Source: an optimization exercise on an open RTL-to-GDS flow (aim: small area). Production flows keep margins and buffers that such runs may drop. Function was checked by simulation only, so behaviour that the tests miss may differ from the original.

Setup of rev 12:
// cyram_exec
module cyram_exec (
    input  wire        clk,
    input  wire        rst,         
    input  wire        in_valid,    
    input  wire        in_begin,    
    input  wire [5:0]  in_aluop,
    input  wire [4:0]  in_srca,
    input  wire [4:0]  in_srcb,
    input  wire [4:0]  in_dst,
    input  wire [1:0]  in_flagw,
    input  wire [1:0]  in_ufsel,
    input  wire [1:0]  in_ufop,
    input  wire [8:0]  in_imm,
    input  wire [31:0] in_k32,
    input  wire [63:0] in_vt,
    input  wire [63:0] in_nb,
    input  wire [31:0] in_dep,
    input  wire [31:0] in_ttr,
    output reg         out_valid,
    output reg         out_fault,
    output reg         out_we,
    output reg  [4:0]  out_dst,
    output reg  [63:0] out_result,
    output wire [8:0]  out_flags    
);
    reg [31:0] g0, g1, g2, g3, g4, g5, g6, g7, g8, g9, g10, g11, g12, g13, g14, g15;
    reg [31:0] s0l, s1l, s2l, s3l;    
  ...
export LEC_CHECK = 0
export CAP_MARGIN = 20
export CORE_MARGIN = 2
export CORE_UTILIZATION = 40
export CTS_BUF_LIST = sky130_fd_sc_hd__clkbuf_4 sky130_fd_sc_hd__clkbuf_8
export SLEW_MARGIN = 20
create_clock -name core_clock -period 25.0 [get_ports {clk}]
standard.sh (not shown) runs the stock make flow with config.mk's settings and CLKGATE_MAP_FILE= SYNTH_SCRIPT=/design/flow/synth_recipe.tcl, a recipe that flattens the netlist after the stock synthesis.
==> flow/flow/run.sh <==
#!/bin/bash
# Own layout flow: the standard ORFS flow (standard.sh), with three changes:
#  - synthesis: Yosys's synth runs without its early "abc -fast" pass, and the final
#    technology mapping uses flow/abc_map.script (ABC's &nf area mapper) instead of
#    ORFS's abc script; everything else is synth_recipe.tcl unchanged (same passes,
#    flatten and renames, so the registers are the standard synthesis's),
#  - the port buffers are sky130_fd_sc_hd__buf_1,
#  - clock tree buffers from flow/config.mk's CTS_BUF_LIST.
# Each tool's output goes to the ORFS logs under orfs/logs/; make's own output to
# make_synth.log and make_layout.log in the work folder.
set -euo pipefail
W=$(pwd)
F=$W/flow

cat > $W/own_synth.tcl <<EOT
proc synth {args} { yosys synth -nofsm -noshare -noabc {*}\$args }
proc abc {args} {
  set i [lsearch -exact \$args -script]
  if {\$i >= 0} { set args [lreplace \$args [expr {\$i + 1}] [expr {\$i + 1}] $F/abc_map.script] }
  yosys abc {*}\$args
}
EOT
# the rest is the standard flow's own synthesis script, minus its first line (the synth proc)
tail -n +2 $W/synth_recipe.tcl >> $W/own_synth.tcl

sed -e "s#SYNTH_SCRIPT=[^ ]*#SYNTH_SCRIPT=$W/own_synth.tcl#" $W/standard.sh > $W/own.sh

bash $W/own.sh synth > $W/make_synth.log 2>&1
bash $W/own.sh 'BUFFER_PORTS_ARGS=-buffer_cell sky130_fd_sc_hd__buf_1' finish > $W/make_layout.log 2>&1
==> flow/flow/abc_map.script <==
strash
&get -n
&st
&b
&dch
&nf -R 1000
&put
Rev 12: full flow OK, the timing, DRC and antenna checks passed
diff inputs: rev 12 => rev 13
- ABC_CLOCK_PERIOD_IN_PS newly set to 25000
- ABC_AREA newly set to 1
==> flow/run.sh (new file) <==
#!/bin/bash
# synth_recipe.tcl (not shown) runs the flow's synth.tcl, then flattens the netlist and writes it again
# the make line also repeats each setting of config.mk as NAME=value (left out here)
make -C /OpenROAD-flow-scripts/flow DESIGN_CONFIG=/design/flow/config.mk WORK_HOME=/design/flow/orfs CLKGATE_MAP_FILE= SYNTH_SCRIPT=/design/flow/synth_recipe.tcl finish
removed: flow/flow/run.sh
removed: flow/flow/abc_map.script
removed: flow/standard.sh
[summary]
Diff rev 12 -> rev 13 | first-pass GRT wire length | up by more than 10%. Combined global-route utilization of all metal layers delta for rev 13 relative to rev 12: 3.5 points higher. Average cell area after synthesis in rev 13 is 27% below rev 12. Taking rev 12 as the reference, in rev 13 die area increased 24000 um^2; routed wire length went up; multi-input combinational gate total +1507. Looking at final worst setup slack, rev 13 sits 1360 ps higher than rev 12 does. Row net count of the mapped netlist: rev 13 higher / rev 12 lower. Compared with rev 12, rev 13 shows total number of cells along the worst setup path lower by 9. Going from rev 12 to rev 13, utilization shrinks by 1.1 points.

[static timing again, ports no longer ideal]
The flow's constraints put no driver on any port. The routed layouts listed below were extracted and timed again, unchanged, in two steps.
Step 1 assumes that a clkbuf_16 drives the clock port and a buf_2 every other input.
Step 2 adds t to the input delays and takes it off the output delays; t is the mean of the earliest and latest rising clock arrival at the registers after step 1. Input paths then give back, and output paths get back, about the clock's delay inside the block.
Three values: no drivers, after step 1, after step 2; two values: the first two.
| run | shift t [ns] | slack for setup (ns) | worst setup path after step 2 | worst slew at a driven data input, ns |
|---|---|---|---|---|
| rev 12 | 0.957 | 1.010 / 1.053 / 0.096 | input to register | 0.13 |
| rev 13 | 0.966 | 2.368 / 2.395 / 1.429 | input to register | 0.12 |
After both steps setup and hold are still met in every run listed. For rev 13, which loses most, drivers alone change the setup slack by +0.027 ns; drivers and shift together by -0.939 ns.
